What follows belongs to an exercise in optimizing a design on an open flow for small area, a short achievable clock period and few clock cycles per item; a production flow would make more cautious choices. Only the layout flow was run in this run; the RTL was not checked for function there.

File: design/flow/run.sh
#!/bin/bash
# synth_recipe.tcl (not shown) runs the flow's synth.tcl, then flattens the netlist and writes it again
# the make line also repeats each setting of config.mk as NAME=value (left out here)
make -C /OpenROAD-flow-scripts/flow DESIGN_CONFIG=/design/flow/config.mk WORK_HOME=/design/flow/orfs CLKGATE_MAP_FILE= SYNTH_SCRIPT=/design/flow/synth_recipe.tcl finish
File: design/flow/config.mk
export PLATFORM = sky130hd
export DESIGN_NAME = fp8_dot16_acc
export DESIGN_NICKNAME = fp8_dot16_acc
export VERILOG_FILES = /design/flow/design.v
export SDC_FILE = /design/flow/constraint.sdc
export NUM_CORES = 4
export LEC_CHECK = 0
export CAP_MARGIN = 20
export CELL_PAD_IN_SITES_DETAIL_PLACEMENT = 1
export CELL_PAD_IN_SITES_GLOBAL_PLACEMENT = 2
export CORE_MARGIN = 2
export CORE_UTILIZATION = 30
export PLACE_DENSITY = 0.5
export SLEW_MARGIN = 20
File: design/flow/constraint.sdc
create_clock -name core_clock -period 36.0 [get_ports {clk}]
set_input_delay 7.2000 -clock core_clock [delete_from_list [all_inputs] [get_ports {clk}]]
set_output_delay 7.2000 -clock core_clock [all_outputs]
set_load 0.01 [all_outputs]
File: design/flow/design.v
module fp8_mul (
    input  wire [7:0] ca, cw,
    input  wire       afp, wfp,
    output wire [8:0] x,         
    output wire [5:0] pe,        
    output wire       spc        
);
    wire       za = (ca[6:3] == 4'd0) & ~(afp & ca[2]);
    wire       zw = (cw[6:3] == 4'd0) & ~(wfp & cw[2]);
    wire [3:0] a  = {~afp & (~za | ca[2]), za ? ca[1] : (afp | ca[2]),
                     za ? ca[0] : ca[1], ~za & ca[0]};
    wire [3:0] b  = {~wfp & (~zw | cw[2]), zw ? cw[1] : (wfp | cw[2]),
                     zw ? cw[0] : cw[1], ~zw & cw[0]};
    wire [4:0] fa = afp ? ca[6:2] : {1'b0, ca[6:3]};
    wire [4:0] fw = wfp ? cw[6:2] : {1'b0, cw[6:3]};
    wire [7:0] r0 = {4'd0, a & {4{b[0]}}};
    wire [7:0] r1 = {3'd0, a & {4{b[1]}}, 1'b0};
    wire [7:0] r2 = {2'd0, a & {4{b[2]}}, 2'b0};
    wire [7:0] r3 = {1'd0, a & {4{b[3]}}, 3'b0};
    wire [7:0] s1 = r0 ^ r1 ^ r2;
    wire [7:0] c1 = ((r0 & r1) | (r0 & r2) | (r1 & r2)) << 1;
    wire [7:0] s2 = s1 ^ c1 ^ r3;
    wire [7:0] c2 = ((s1 & c1) | (s1 & r3) | (c1 & r3)) << 1;
    wire [7:0] p  = s2 + c2;
    wire       s  = ca[7] ^ cw[7];
    assign x   = s ? (9'd0 - {1'b0, p}) : {1'b0, p};
    assign pe  = fa + fw;
    assign spc = (afp ? (ca[6:2] == 5'h1F) : (ca[6:0] == 7'h7F))
               | (wfp ? (cw[6:2] == 5'h1F) : (cw[6:0] == 7'h7F));
endmodule
module fp8_row (
    input  wire [8:0]  x,
    input  wire [5:0]  pe,
    output wire [70:0] row,
    output wire [7:0]  oh        
);
    wire [15:0] y  = {{7{x[8]}}, x} << pe[2:0];
    wire [15:0] yf = {~y[15], y[14:0]};
    assign oh = 8'd1 << pe[5:3];
    genvar j;
    generate
        for (j = 0; j < 71; j = j + 1) begin : g_bit
            localparam integer Q = j / 8;
            localparam integer R = j % 8;
            if (Q == 0) begin : g_q0
                assign row[j] = oh[0] & yf[R];
            end else if (Q == 8) begin : g_q8
                assign row[j] = oh[7] & yf[R+8];
            end else begin : g_qn
                assign row[j] = (oh[Q] & yf[R]) | (oh[Q-1] & yf[R+8]);
            end
        end
    endgenerate
endmodule
module csa_tree17 (
    input  wire [1206:0] rows,
    input  wire          cin,
    output wire [70:0]   oa, ob
);
    function [141:0] csa;
        input [70:0] a, b, c;
        input        ci;
        reg   [70:0] s, cy;
        begin
            s   = a ^ b ^ c;
            cy  = (a & b) | (a & c) | (b & c);
            csa = {cy[69:0], ci, s};
        end
    endfunction
    wire [70:0] row [0:16];
    wire [70:0] l1 [0:11];
    wire [70:0] l2 [0:7];
    wire [70:0] l3 [0:5];
    wire [70:0] l4 [0:3];
    wire [70:0] l5 [0:2];
    genvar k;
    generate
        for (k = 0; k < 17; k = k + 1) begin : g_r
            assign row[k] = rows[71*k +: 71];
        end
        for (k = 0; k < 5; k = k + 1) begin : g_l1
            assign {l1[2*k+1], l1[2*k]} = csa(row[3*k], row[3*k+1], row[3*k+2], k == 0 ? cin : 1'b0);
        end
        assign l1[10] = row[15];
        assign l1[11] = row[16];
        for (k = 0; k < 4; k = k + 1) begin : g_l2
            assign {l2[2*k+1], l2[2*k]} = csa(l1[3*k], l1[3*k+1], l1[3*k+2], 1'b0);
        end
        for (k = 0; k < 2; k = k + 1) begin : g_l3
            assign {l3[2*k+1], l3[2*k]} = csa(l2[3*k], l2[3*k+1], l2[3*k+2], 1'b0);
        end
        assign l3[4] = l2[6];
        assign l3[5] = l2[7];
        for (k = 0; k < 2; k = k + 1) begin : g_l4
            assign {l4[2*k+1], l4[2*k]} = csa(l3[3*k], l3[3*k+1], l3[3*k+2], 1'b0);
        end
        assign {l5[1], l5[0]} = csa(l4[0], l4[1], l4[2], 1'b0);
        assign l5[2] = l4[3];
        assign {ob, oa} = csa(l5[0], l5[1], l5[2], 1'b0);
    endgenerate
endmodule
module popcnt16 (
    input  wire [15:0] v,
    output wire [4:0]  n
);
    wire [1:0] a0 = v[0] + v[1] + v[2];
    wire [1:0] a1 = v[3] + v[4] + v[5];
    wire [1:0] a2 = v[6] + v[7] + v[8];
    wire [1:0] a3 = v[9] + v[10] + v[11];
    wire [1:0] a4 = v[12] + v[13] + v[14];
    assign n = a0 + a1 + a2 + a3 + a4 + v[15];
endmodule
module clz70 (
    input  wire [69:0] v,
    output wire [6:0]  n
);
    wire [71:0] w = {v, 2'b11};
    wire [8:0]  nz;
    wire [2:0]  g [0:8];
    genvar q;
    generate
        for (q = 0; q < 9; q = q + 1) begin : g_grp
            wire [7:0] b = w[71 - 8*q -: 8];
            assign nz[q] = |b;
            assign g[q] = b[7] ? 3'd0 : b[6] ? 3'd1 : b[5] ? 3'd2 : b[4] ? 3'd3 :
                          b[3] ? 3'd4 : b[2] ? 3'd5 : b[1] ? 3'd6 : 3'd7;
        end
    endgenerate
    reg [6:0] r;
    integer   i;
    always @* begin
        r = {4'd8, g[8]};
        for (i = 7; i >= 0; i = i - 1)
            if (nz[i]) r = {i[3:0], g[i]};
    end
    assign n = r;
endmodule
module sum_round (
    input  wire [70:0] ca, cb,
    input  wire [1:0]  nfmt,      
    output wire [31:0] t32
);
    wire [70:0] sum = ca + cb;
    wire        neg = sum[70];
    wire [69:0] mag = (sum[69:0] ^ {70{neg}}) + {69'd0, neg};
    wire [6:0]  lz, tz;
    clz70 u_lz (.v(mag), .n(lz));
    wire [69:0] rev;
    genvar i;
    generate
        for (i = 0; i < 70; i = i + 1) begin : g_rev
            assign rev[i] = mag[69 - i];
        end
    endgenerate
    clz70 u_tz (.v(rev), .n(tz));
    wire [69:0] s64 = lz[6] ? {mag[5:0], 64'd0} : mag;
    wire [69:0] s32 = lz[5] ? {s64[37:0], 32'd0} : s64;
    wire [69:0] s16 = lz[4] ? {s32[53:0], 16'd0} : s32;
    wire [69:0] s8  = lz[3] ? {s16[61:0], 8'd0} : s16;
    wire [69:0] s4  = lz[2] ? {s8[65:0], 4'd0} : s8;
    wire [69:0] s2  = lz[1] ? {s4[67:0], 2'd0} : s4;
    wire [69:0] s1  = lz[0] ? {s2[68:0], 1'd0} : s2;
    wire        stk = ({1'b0, tz} + {1'b0, lz}) <= 8'd44;
    wire        rup = s1[45] & (stk | s1[46]);
    wire [7:0]  ex  = 8'd162 + {nfmt, 3'd0} - {6'd0, nfmt} - {1'b0, lz};
    wire [30:0] tpk = {ex, s1[68:46]} + {30'd0, rup};
    assign t32 = (sum == 71'd0) ? 32'd0 : {neg, tpk};
endmodule
module fadd_a (
    input  wire [31:0] av, tv,
    output wire [27:0] r,
    output wire [7:0]  xe,
    output wire        xs
);
    wire        ge  = av[30:0] >= tv[30:0];
    wire [31:0] xv  = ge ? av : tv;
    wire [31:0] yv  = ge ? tv : av;
    wire        xz  = xv[30:23] == 8'd0;
    wire        yz  = yv[30:23] == 8'd0;
    assign      xe  = xz ? 8'd1 : xv[30:23];
    wire [7:0]  ye  = yz ? 8'd1 : yv[30:23];
    wire [7:0]  d   = xe - ye;
    wire [23:0] ym  = {~yz, yv[22:0]};
    wire [26:0] ysh = (d >= 8'd27) ? 27'd0 : ({ym, 3'b000} >> d[4:0]);
    reg  [4:0]  tz;
    integer     i;
    always @* begin
        tz = 5'd24;
        for (i = 23; i >= 0; i = i - 1)
            if (ym[i]) tz = i[4:0];
    end
    wire        yst = (ym != 24'd0) & ({3'd0, tz} + 8'd3 < d);
    wire [27:0] yal = {1'b0, ysh[26:1], ysh[0] | yst};
    wire [27:0] xal = {1'b0, ~xz, xv[22:0], 3'b000};
    assign      r   = (xv[31] ^ yv[31]) ? (xal - yal) : (xal + yal);
    assign      xs  = xv[31];
endmodule
module fadd_b (
    input  wire [27:0] r,
    input  wire [7:0]  xe,
    input  wire        xs, nan, pass,
    output reg  [31:0] res
);
    reg  [4:0]  rlz;
    reg  [7:0]  sh;
    reg  [27:0] rn;
    reg  [8:0]  fld;
    reg         rup;
    reg  [31:0] rpk;
    integer     jj;
    always @* begin
        rlz = 5'd28;
        for (jj = 0; jj < 28; jj = jj + 1)
            if (r[jj]) rlz = 5'd27 - jj[4:0];
        sh  = ({3'd0, rlz} <= xe) ? {3'd0, rlz} : xe;
        rn  = r << sh;
        fld = rn[27] ? ({1'b0, xe} + 9'd1 - {1'b0, sh}) : 9'd0;
        rup = rn[3] & ((|rn[2:0]) | rn[4]);
        rpk = {fld, rn[26:4]} + {31'd0, rup};
        if (nan)                                 res = 32'h7FC00000;
        else if (r == 28'd0)                     res = 32'd0;
        else if (!pass && rpk[31:23] >= 9'd255)  res = {xs, 31'h7F7FFFFF};
        else                                     res = {xs, rpk[30:0]};
    end
endmodule
module fp8_dot16_acc (
    input  wire         clk,
    input  wire         rst,         
    input  wire         in_valid,
    input  wire         in_clr,      
    input  wire         in_afp,      
    input  wire         in_wfp,      
    input  wire [127:0] in_act,      
    input  wire [127:0] in_wgt,      
    input  wire [31:0]  in_acc,      
    output reg          out_valid,
    output reg  [31:0]  out_result,  
    output reg          out_nan      
);
    reg         v0, clr0, afp0, wfp0;
    reg [127:0] act0, wgt0;
    reg [31:0]  acc0;
    always @(posedge clk) begin
        v0   <= rst ? 1'b0 : in_valid;
        clr0 <= in_clr;
        afp0 <= in_afp;
        wfp0 <= in_wfp;
        act0 <= in_act;
        wgt0 <= in_wgt;
        acc0 <= in_acc;
    end
    wire [143:0] xA;
    wire [95:0]  eA;
    wire [15:0]  spc;
    genvar k;
    generate
        for (k = 0; k < 16; k = k + 1) begin : g_a
            fp8_mul u_mul (.ca(act0[8*k +: 8]), .cw(wgt0[8*k +: 8]), .afp(afp0), .wfp(wfp0),
                           .x(xA[9*k +: 9]), .pe(eA[6*k +: 6]), .spc(spc[k]));
        end
    endgenerate
    reg         v1, clr1, nan1;
    reg [1:0]   nf1;
    reg [31:0]  acc1;
    reg [143:0] x1;
    reg [95:0]  e1;
    always @(posedge clk) begin
        v1   <= rst ? 1'b0 : v0;
        clr1 <= clr0;
        nan1 <= |spc;
        nf1  <= {1'b0, ~afp0} + {1'b0, ~wfp0};
        acc1 <= acc0;
        x1   <= xA;
        e1   <= eA;
    end
    wire [1206:0] rows;
    wire [127:0]  oh;
    wire [70:0]   csa_a, csa_b;
    generate
        for (k = 0; k < 16; k = k + 1) begin : g_b
            fp8_row u_row (.x(x1[9*k +: 9]), .pe(e1[6*k +: 6]), .row(rows[71*k +: 71]),
                           .oh(oh[8*k +: 8]));
        end
    endgenerate
    wire [70:0] corr;
    assign corr[14:0] = 15'd0;
    generate
        for (k = 0; k < 7; k = k + 1) begin : g_cnt
            wire [15:0] col;
            genvar t;
            for (t = 0; t < 16; t = t + 1) begin : g_col
                assign col[t] = oh[8*t + k];
            end
            wire [4:0] n;
            popcnt16 u_cnt (.v(col), .n(n));
            if (k < 6) begin : g_full
                assign corr[8*k+15 +: 8] = {3'd0, n};
            end else begin : g_last
                assign corr[70:63] = {3'd0, n};
            end
        end
    endgenerate
    assign rows[71*16 +: 71] = ~corr;        
    csa_tree17 u_tree (.rows(rows), .cin(1'b1), .oa(csa_a), .ob(csa_b));
    reg         v2, clr2, nan2;
    reg [1:0]   nf2;
    reg [31:0]  acc2;
    reg [70:0]  ca2, cb2;
    always @(posedge clk) begin
        v2   <= rst ? 1'b0 : v1;
        clr2 <= clr1;
        nan2 <= nan1;
        nf2  <= nf1;
        acc2 <= acc1;
        ca2  <= csa_a;
        cb2  <= csa_b;
    end
    wire [31:0] t32;
    sum_round u_round (.ca(ca2), .cb(cb2), .nfmt(nf2), .t32(t32));
    wire        pass2 = ~clr2 & (acc2[30:23] == 8'hFF);
    reg         v3, nan3, pass3;
    reg [31:0]  av3, tv3;
    always @(posedge clk) begin
        v3    <= rst ? 1'b0 : v2;
        nan3  <= nan2;
        pass3 <= pass2;
        av3   <= clr2 ? 32'd0 : acc2;
        tv3   <= pass2 ? 32'd0 : t32;
    end
    wire [27:0] r4;
    wire [7:0]  xe;
    wire        xs;
    fadd_a u_fadd_a (.av(av3), .tv(tv3), .r(r4), .xe(xe), .xs(xs));
    reg         v4, nan4, pass4, xs4;
    reg [27:0]  r;
    reg [7:0]   xe4;
    always @(posedge clk) begin
        v4    <= rst ? 1'b0 : v3;
        nan4  <= nan3;
        pass4 <= pass3;
        r     <= r4;
        xe4   <= xe;
        xs4   <= xs;
    end
    wire [31:0] res;
    fadd_b u_fadd_b (.r(r), .xe(xe4), .xs(xs4), .nan(nan4), .pass(pass4), .res(res));
    always @(posedge clk) begin
        out_valid  <= rst ? 1'b0 : v4;
        out_nan    <= nan4;
        out_result <= res;
    end
endmodule
==> run notes <==
-- layer usage --
metal	global-route usage (%)	vias to the layer above	share of wire [%]
li1	-	40100	-
met3	5.42	866	6.8
met1	38.1	45700	43
met4	17.9	12	7.4
met5	0	-	0.018
met2	44.8	3465	43
-- layout by cell type, fill, tap and decap left out, types with 261 or more instances in the layout --
cell and count:
a21oi_1 498, a22oi_1 494, buf_4 261, clkdlybuf4s50_1 327, dfxtp_1 885, fa_1 1191, ha_1 483, inv_1 1445
mux2i_1 322, nand2_1 703, nor2_1 804, o21ai_0 419, o22ai_1 394, xnor2_1 298
-- synth_stat cells (333+ instances only) --
cell,number,area share (%)
clkbuf_1,498,1.9
ha_1,483,6.0
mux2i_1,333,3.3
a21oi_1,515,2.6
o21ai_0,420,2.1
fa_1,1191,24
inv_1,1446,5.4
nor2_1,813,3.0
o22ai_1,400,2.5
a22oi_1,494,3.7
dfxtp_1,887,18
nand2_1,704,2.6
-- cell families after synthesis --
kind of cell,Yosys count
AND/OR/NAND/NOR,3114
flip-flops,887
other,1
buffers and inverters,2059
XOR/XNOR,458
multiplexers,567
AO/OA/AOI/OAI,2751
adder cells (fa/ha/maj),1674
-- state kept, by name, summed over array words and instances, names as in the netlist, 2 cells and up --
register,flops
x1,144
act0,128
wgt0,128
e1,96
ca2,71
cb2,69
acc0,32
acc1,32
acc2,32
av3,32
out_result,32
tv3,32
r,28
xe4,8
nf1,2
nf2,2
-- area by class of cell --
type	instances	share of cell area, %
timing repair buffer	592	4.66
antenna	5	0.0111
inverter	1466	4.88
tap	4387	4.86
clock buffer	138	2.73
multi-input combinational	8565	66.3
clock inverter	70	0.792
sequential	887	15.7
-- worst max-delay path: cells and delay by family (launching register included) --
kind / cells / cell delay [ns]
AND/OR/NAND/NOR: 19 / 6.97
XOR/XNOR: 1 / 0.29
buffers and inverters: 5 / 1.58
AO/OA/AOI/OAI: 12 / 3.46
adder cells (fa/ha/maj): 3 / 1.08
flip-flops: 1 / 0.30
-- metrics by stage --
stage / area [µm²] / hold slack [ns] / utilization [%]
finish: 113000 / 0.326 / 34.0
global route: 113000 / 0.335 / 34.0
CTS: 113000 / 0.329 / 33.9
detailed placement: 109000 / 0.314 / 32.7
global placement: 109000 / 0.312 / 32.7
floorplan: 100000 / 0.310 / -
-- final timing paths --
check,start,to,slack (ns)
setup reg to reg,ca2[15]$_DFF_P_,tv3[26]$_SDFF_PP0_,22.17
setup / recovery,ca2[15]$_DFF_P_,tv3[26]$_SDFF_PP0_,22.17
hold / removal,acc0[31]$_DFF_P_,acc1[31]$_DFF_P_,0.33
hold reg to reg,acc0[31]$_DFF_P_,acc1[31]$_DFF_P_,0.33
==> flow_summary.json <==
{
  "ios": 328,
  "routedWlPerCell_um": 31.5,
  "cts.sinks": 887,
  "nets": 13600,
  "drtIter0Drc": 7549,
  "synth-xor-area-share_pct": 4.06,
  "grt_pass1_wl_um": 714000,
  "required_ns": 36.79,
  "ff2ff_path_depth": 40,
  "coreArea_um2": 333000,
  "ys_warn_count": 5,
  "avgSynthCellArea_um2": 8.69,
  "async_reset_ff_share_pct": 0,
  "drcViolationCount": 0,
  "final_cells": 16100,
  "cpMaxStageDelayCell": "nor4_1",
  "synth_top_family_by_area": "adder cells",
  "synthesis.nets": 13500,
  "outcome": "complete, no violations",
  "tightest_slew_ns": 1.26,
  "ys.flop_type": "dfxtp_1",
  "rsz0062_at_grt": "no",
  "synth_edf_count": 0,
  "rows": 212,
  "vias_per_cell": 5.59,
  "wl_um": 508000,
  "hpwl_um": 425000,
  "postCtsSetupBuffers": 0,
  "worst_slack_ns": 22.17,
  "cpPeakStageDelay_ns": 0.75,
  "gp_congestion": 1.08,
  "fp.dieW_um": 582,
  "hold_viol_final": 0,
  "place_ws_ns": 22.23,
  "slew-limit-headroom_pct": 16.1,
  "cts_buffers": 113,
  "period_minus_slack_ns": 13.83,
  "hold_buffers": 0,
  "yosys.area_share.simple_pct": 15.8,
  "layout-drive-gt1-share_pct": 8.42,
  "synth_fa_ha_area_share_pct": 29.9,
  "max_freq_mhz": 72.3,
  "port_buffers": 327,
  "critPathLaunchType": "register",
  "via_count": 90100,
  "worstPathMaxFanout": 35,
  "maxSlewViolCount": 0,
  "syn_inst": 11500,
  "first_global_vias": 93900,
  "muxShareOfSynthArea_pct": 6.36,
  "crit_arrival_ns": 14.62,
  "fin_worst_skew_ns": 0.0937,
  "nFillCells": 38400,
  "post_synth_num_cell_types": 132,
  "post_cts_resized": 0,
  "cts_max_level": 3,
  "clockBufferDepth": 4,
  "yosysSeqAreaShare_pct": 17.7,
  "fin_tns_setup_ns": 0,
  "dp.cells": 15900,
  "setup_violations": 0,
  "path_class": "register to register",
  "min_path_type": "register to register",
  "cts_tree": "done",
  "endpoint_kind": "register",
  "worstHoldPathCells": 0,
  "antenna_found_initial": 28,
  "design.die.area_um2": 338000,
  "path_clk_slew_ns": 0.06,
  "track_usage_pct": 29.3,
  "yosys_register_bits": 887,
  "register_area_um2": 17800,
  "finalCritPeriodShare_pct": 38.4,
  "overflow": 0,
  "drt_pass1_iterations": 6,
  "cts_root_buffer": "clkbuf_16",
  "multi_input_area_um2": 74900,
  "synth-compound-area-share_pct": 18.3,
  "grt_max_degree": 60,
  "ant_nets": 0,
  "start_util_pct": 30.1,
  "cap_violations": 0,
  "die_h_um": 582,
  "syn2layout_area_growth_pct": 12.9,
  "synth_area_um2": 100000,
  "clkLatencyLatePin_ns": 0.88
}

[what the ideal ports hide]
No port has a modelled driver above. Below, the same layout with a new extraction and two added sets of constraints. Step 1 sets driving cells, clkbuf_16 on the clock port and buf_2 on the other inputs (assumed; they add their load-dependent delay and slew). Step 2, shift: input delay + t, output delay - t, t = (earliest + latest rising clock arrival at the registers) / 2. This alone moves slack from input paths to output paths. a / b / c = ideal / step 1 / step 2; a / b = the first two.
t, ns: 0.943
setup WS [ns]: 22.172 / 22.172 / 22.172
hold slack, ns: 0.326 / 0.326 / 0.326
latest minus earliest clock arrival (ns): 0.094 / 0.093
worst slew at a driven data input, ns: 0.08
After both steps this run still meets setup and hold. The setup slack of this run moves by 0.000 ns with the drivers and by 0.000 ns with both steps.
